This is an optimization exercise on Yosys and OpenROAD, whose aim is small area, a short achievable clock period and few clock cycles, not a production implementation. Function was checked by simulation only, so behaviour that the tests miss may differ from the original. No driver is modelled on the clock port, so clocking that relies on it looks cheaper here than on a real chip.

Design be_rank, start of the top module:
module be_rank #(
    parameter N  = 32,
    parameter IW = 5                  
) (
    input  wire          clk,
    input  wire          rst,         
    input  wire [1:0]    cfg_mode,
    input  wire          cfg_sigma_neg,    
    input  wire [7:0]    cfg_wv,
    input  wire [7:0]    cfg_wh,
    input  wire [7:0]    cfg_wt,
    input  wire [7:0]    cfg_wl,
    input  wire [3:0]    cfg_shift,
    input  wire [15:0]   cfg_vrefc,
    input  wire [7:0]    cfg_tavgp,        
    input  wire          in_valid,
    output wire          in_ready,
    input  wire          in_last,
    input  wire [15:0]   in_vcap,
    input  wire [7:0]    in_temp,          
    input  wire [9:0]    in_life,
    input  wire          in_ins,           
    input  wire          in_obs,           
    output wire          out_valid,
    input  wire          out_ready,
    output wire          out_last,
    output wire          out_unranked,
    output wire [IW-1:0] out_rank,
    output wire [15:0]   out_score
);
For scale: about 130 I/O pins, ~64000 um^2 of cells after synthesis.
==> flow/config.mk <==
export PLATFORM = sky130hd
export DESIGN_NAME = be_rank
export DESIGN_NICKNAME = be_rank
export VERILOG_FILES = /design/flow/design.v
export SDC_FILE = /design/flow/constraint.sdc
export NUM_CORES = 4
export LEC_CHECK = 0
export CAP_MARGIN = 20
export CORE_MARGIN = 2
export CORE_UTILIZATION = 75
export CTS_CLUSTER_DIAMETER = 60
export CTS_CLUSTER_SIZE = 30
export PLACE_DENSITY = 0.85
export SLEW_MARGIN = 20
==> flow/constraint.sdc <==
create_clock -name core_clock -period 27.0 [get_ports {clk}]
set_input_delay 5.4000 -clock core_clock [delete_from_list [all_inputs] [get_ports {clk}]]
set_output_delay 5.4000 -clock core_clock [all_outputs]
set_load 0.01 [all_outputs]
standard.sh (not shown) runs the stock make flow with config.mk's settings and CLKGATE_MAP_FILE= SYNTH_SCRIPT=/design/flow/synth_recipe.tcl, a recipe that flattens the netlist after the stock synthesis.
==> flow/flow/run.sh <==
#!/bin/bash
# Standard layout, with the port buffers made from buf_2 cells and clock
# tree synthesis without dummy loads.
set -euo pipefail
export BUFFER_PORTS_ARGS="-buffer_cell sky130_fd_sc_hd__buf_2"
export CTS_ARGS="-sink_clustering_enable -repair_clock_nets -sink_clustering_size 25 -sink_clustering_max_diameter 150 -dont_use_dummy_load"
bash standard.sh > standard.log 2>&1
Testbench counts at the start, summed over its fixed seeds: cycles 12,576.
Change:
--- a/flow/config.mk
+++ b/flow/config.mk
@@ -10 +10 @@
-export CORE_UTILIZATION = 75
+export CORE_UTILIZATION = 80
@@ -13 +12,0 @@
-export PLACE_DENSITY = 0.85
Effect: Synthesized cell count is unchanged. Critical path depth is unchanged. Clock-buffer cell count stays the same. Wire length grows by 3.6%. Worst setup slack got worse by 35 ps. Design area hardly moves. Worst hold slack gains 8.4 ps.


be_rank, a different RTL version from the one above (not shown whole).
For scale: roughly 6100 cells after synthesis, roughly 1500 flip-flops.
==> flow/design.v (excerpt) <==
module be_rank #(
    parameter N  = 32,
    parameter IW = 5                  
) (
    input  wire          clk,
    input  wire          rst,         
    input  wire [1:0]    cfg_mode,
    input  wire          cfg_sigma_neg,    
    input  wire [7:0]    cfg_wv,
    input  wire [7:0]    cfg_wh,
    input  wire [7:0]    cfg_wt,
    input  wire [7:0]    cfg_wl,
    input  wire [3:0]    cfg_shift,
    input  wire [15:0]   cfg_vrefc,
    input  wire [7:0]    cfg_tavgp,        
    input  wire          in_valid,
    output wire          in_ready,
    input  wire          in_last,
    input  wire [15:0]   in_vcap,
    input  wire [7:0]    in_temp,          
    input  wire [9:0]    in_life,
    input  wire          in_ins,           
    input  wire          in_obs,           
    output wire          out_valid,
    input  wire          out_ready,
    output wire          out_last,
    output wire          out_unranked,
    output wire [IW-1:0] out_rank,
    output wire [15:0]   out_score
);
clock: 27.0 ns
lec_check: 0
cap_margin: 20
core_margin: 2
core_utilization: 65
cts_cluster_diameter: 60
cts_cluster_size: 30
slew_margin: 20
==> flow/flow/run.sh <==
#!/bin/bash
# Standard layout, with the port buffers made from buf_2 cells and clock
# tree synthesis without dummy loads.
set -euo pipefail
export BUFFER_PORTS_ARGS="-buffer_cell sky130_fd_sc_hd__buf_2"
export CTS_ARGS="-sink_clustering_enable -repair_clock_nets -sink_clustering_size 30 -sink_clustering_max_diameter 150 -dont_use_dummy_load"
bash standard.sh > standard.log 2>&1
The baseline passed the timing, design-rule and antenna checks.
Testbench counts at the start, summed over its fixed seeds: cycles 12,576.
Next try:
==> flow/flow/run.sh (replaced) <==
#!/bin/bash
# Standard layout, with the port buffers made from buf_2 cells and clock
# tree synthesis without dummy loads.
set -euo pipefail
export BUFFER_PORTS_ARGS="-buffer_cell sky130_fd_sc_hd__buf_2"
export CTS_ARGS="-sink_clustering_enable -repair_clock_nets -sink_clustering_size 30 -sink_clustering_max_diameter 60 -dont_use_dummy_load"
bash standard.sh > standard.log 2>&1
The changed run finished clean. Die area does not change. Utilization is higher by 1.1 points. Via count is higher by 0.53%. Final area is higher by 1.7%. Synthesized cell count is unchanged. Global-route usage is higher by 0.41 points. Setup slack gets better by 0.016 ns. Critical path depth does not change. Maximum frequency stays flat. Area after synthesis does not change.
Next try:
==> flow/flow/run.sh (replaced) <==
#!/bin/bash
# Standard layout, with the port buffers made from buf_2 cells and clock
# tree synthesis without dummy loads.
set -euo pipefail
export BUFFER_PORTS_ARGS="-buffer_cell sky130_fd_sc_hd__buf_2"
export CTS_ARGS="-sink_clustering_enable -repair_clock_nets -sink_clustering_size 30 -sink_clustering_max_diameter 300 -dont_use_dummy_load"
bash standard.sh > standard.log 2>&1
Outcome: The changed run went through all stages and came out clean. Final cell count goes down by 0.62%. Worst setup slack is worse by 0.016 ns. Synthesized area is unchanged. Sequential share of layout area came out higher by 0.76 points. Cell area drops by 1.6%. Die area is unchanged. Non-clock buffer count is unchanged. Wire length drops by 1.2%.


## trial 50
Another version of the RTL of be_rank (not shown whole).
Size: ~6,400 cells after synthesis, roughly 1,500 flip-flops, roughly 130 I/O pins, roughly 68,000 um2 of cells after synthesis.
clock: 27.0 ns
lec_check: 0
cap_margin: 20
core_margin: 2
core_utilization: 40
slew_margin: 20
==> flow/flow/run.sh <==
#!/bin/bash
# Standard layout, with the port buffers made from buf_2 cells.
set -euo pipefail
export BUFFER_PORTS_ARGS="-buffer_cell sky130_fd_sc_hd__buf_2"
bash standard.sh > standard.log 2>&1
Trial 50 reached the final stage; the timing, design-rule and antenna checks on its layout passed.
Testbench counts of trial 50, summed over its fixed seeds: cycles 12,576.
Setup changes, trial 50 to trial 48
==> flow/flow/run.sh <==
#!/bin/bash
# Standard layout, with the port buffers made from buf_2 cells and timing
# repair aiming at 20.5 ns of setup slack.
set -euo pipefail
export BUFFER_PORTS_ARGS="-buffer_cell sky130_fd_sc_hd__buf_2"
export SETUP_SLACK_MARGIN=20.5
bash standard.sh > standard.log 2>&1
Results
- Fmax: trial 48 higher than trial 50
- Re clock latency reported for the late side of the worst-skew pair: trial 48 is 0.02 ns down on trial 50.
- Going from trial 50 to trial 48, met3 wirelength from detailed routing grows by 970 um.
- Taking trial 50 as the reference point, the first-pass GRT wire length of trial 48 falls by about 0.9%.
- Worst setup slack delta for trial 48 relative to trial 50: 0.024 ns higher


Another version of the RTL of be_rank (not shown whole).
Size: ~6200 cells after synthesis, about 1500 flip-flops, about 130 I/O pins, roughly 67000 µm² of cells after synthesis.
export LEC_CHECK = 0
export CAP_MARGIN = 20
export CORE_MARGIN = 2
export CORE_UTILIZATION = 40
export CTS_CLUSTER_DIAMETER = 60
export CTS_CLUSTER_SIZE = 30
export SLEW_MARGIN = 20
create_clock -name core_clock -period 27.0 [get_ports {clk}]
==> flow/flow/run.sh <==
#!/bin/bash
# Standard layout, with the port buffers made from buf_2 cells.
set -euo pipefail
export BUFFER_PORTS_ARGS="-buffer_cell sky130_fd_sc_hd__buf_2"
bash standard.sh > standard.log 2>&1
The baseline went through all stages and came out clean.
Testbench counts at the start, summed over its fixed seeds: cycles 12,576.
==> next run, changes <==
- ABC_AREA: not set -> 1
- CTS_CLUSTER_DIAMETER: 60 -> 70
- CTS_CLUSTER_SIZE: 30 -> 35
After rerunning: The changed run ran to the end with no violations. Via count rose by 10%. Synthesized cell count rose by 24%. Core utilization fell by 0.36 points. Cell count rose by 16%. Count of clock-buffer cells in the layout came out lower by 15. Flip-flop and latch count stays the same. First-iteration DRC count rose by 5.7%. Sequential share of layout area decreases by 0.24 points.


be_rank with an RTL version that a note above also has.
Size: roughly 1500 flip-flops.
## be_rank
module be_rank #(
    parameter N  = 32,
    parameter IW = 5                  
) (
    input  wire          clk,
    input  wire          rst,         
    input  wire [1:0]    cfg_mode,
    input  wire          cfg_sigma_neg,    
    input  wire [7:0]    cfg_wv,
    input  wire [7:0]    cfg_wh,
    input  wire [7:0]    cfg_wt,
    input  wire [7:0]    cfg_wl,
    input  wire [3:0]    cfg_shift,
    input  wire [15:0]   cfg_vrefc,
    input  wire [7:0]    cfg_tavgp,        
    input  wire          in_valid,
    output wire          in_ready,
    input  wire          in_last,
    input  wire [15:0]   in_vcap,
    input  wire [7:0]    in_temp,          
    input  wire [9:0]    in_life,
    input  wire          in_ins,           
    input  wire          in_obs,           
    output wire          out_valid,
    input  wire          out_ready,
    output wire          out_last,
    output wire          out_unranked,
    output wire [IW-1:0] out_rank,
    output wire [15:0]   out_score
);
    localparam KW = 26;
    localparam [KW-1:0] KMAX = {1'b0, {(KW-1){1'b1}}};
    integer j;
    reg rst_q;
    always @(posedge clk) rst_q <= rst;
    reg          rdy_q;
    reg          first_exp;    
    reg  [4:0]   idx_c;        
    reg          jbusy;        
    reg  [1:0]   j_mode;
    reg          j_sneg;
    reg  [7:0]   j_wv, j_wh, j_wt, j_wl;    
  ...
==> flow/config.mk <==
export PLATFORM = sky130hd
export DESIGN_NAME = be_rank
export DESIGN_NICKNAME = be_rank
export VERILOG_FILES = /design/flow/design.v
export SDC_FILE = /design/flow/constraint.sdc
export NUM_CORES = 4
export LEC_CHECK = 0
export CAP_MARGIN = 5
export CORE_MARGIN = 2
export CORE_UTILIZATION = 65
export CTS_CLUSTER_DIAMETER = 60
export CTS_CLUSTER_SIZE = 30
export SLEW_MARGIN = 5
==> flow/constraint.sdc <==
create_clock -name core_clock -period 27.0 [get_ports {clk}]
set_input_delay 5.4000 -clock core_clock [delete_from_list [all_inputs] [get_ports {clk}]]
set_output_delay 5.4000 -clock core_clock [all_outputs]
set_load 0.01 [all_outputs]
==> flow/flow/run.sh <==
#!/bin/bash
# Standard layout, with the port buffers made from buf_2 cells and clock
# tree synthesis without dummy loads.
set -euo pipefail
export BUFFER_PORTS_ARGS="-buffer_cell sky130_fd_sc_hd__buf_2"
export CTS_ARGS="-sink_clustering_enable -repair_clock_nets -sink_clustering_size 30 -sink_clustering_max_diameter 150 -dont_use_dummy_load"
bash standard.sh > standard.log 2>&1
The first run finished clean.
Testbench counts at the start, summed over its fixed seeds: cycles 12,576.
Rerun with:
==> flow/flow/run.sh (replaced) <==
#!/bin/bash
# Standard layout, with the port buffers made from buf_2 cells.
set -euo pipefail
export BUFFER_PORTS_ARGS="-buffer_cell sky130_fd_sc_hd__buf_2"
bash standard.sh > standard.log 2>&1
CAP_MARGIN = 20   (was 5)
CORE_UTILIZATION = 40   (was 65)
SLEW_MARGIN = 20   (was 5)
What happened: Count of clock-buffer cells in the layout climbs by 62; sequential cell count is unchanged; die area climbs by 62%; global-route usage goes down by 10 points; setup slack degrades by 0.079 ns.

## static timing again, ports no longer ideal
No port has a modelled driver above. Below, the same layouts with a new extraction and two added sets of constraints. Step 1 sets driving cells, clkbuf_16 on the clock port and buf_2 on the other inputs (assumed; they add their load-dependent delay and slew). Step 2, shift: input delay + t, output delay - t, t = (earliest + latest rising clock arrival at the registers) / 2. This alone moves slack from input paths to output paths. Slacks: ideal / step 1 / step 2; pairs: ideal / step 1.
run	shift t [ns]	slack for setup (ns)	clock arrival spread, ns	worst slew at a driven data input, ns
the first run of note 1	0.700	20.436 / 20.364 / 20.447	0.072 / 0.073	0.04
the second run of note 1	0.707	20.401 / 20.327 / 20.392	0.071 / 0.071	0.04
the first run of note 2	0.754	20.353 / 20.279 / 20.489	0.067 / 0.067	0.05
the second run of note 2	0.738	20.369 / 20.294 / 20.492	0.115 / 0.116	0.06
the third run of note 2	0.754	20.353 / 20.279 / 20.489	0.067 / 0.067	0.05
trial 50	0.867	20.248 / 20.171 / 20.470	0.065 / 0.065	0.04
trial 48	0.853	20.272 / 20.191 / 20.486	0.059 / 0.059	0.05
the first run of note 4	0.837	20.225 / 20.140 / 20.459	0.060 / 0.059	0.06
the second run of note 4	0.811	20.315 / 20.234 / 20.277	0.053 / 0.053	0.04
the first run of note 5	0.756	20.359 / 20.285 / 20.283	0.066 / 0.066	0.05
the second run of note 5	0.809	20.281 / 20.202 / 20.506	0.037 / 0.036	0.11
After both steps every run listed still meets setup and hold. The setup slack of the first run of note 5, which loses most, moves by -0.074 ns with the drivers and by -0.076 ns with both steps.
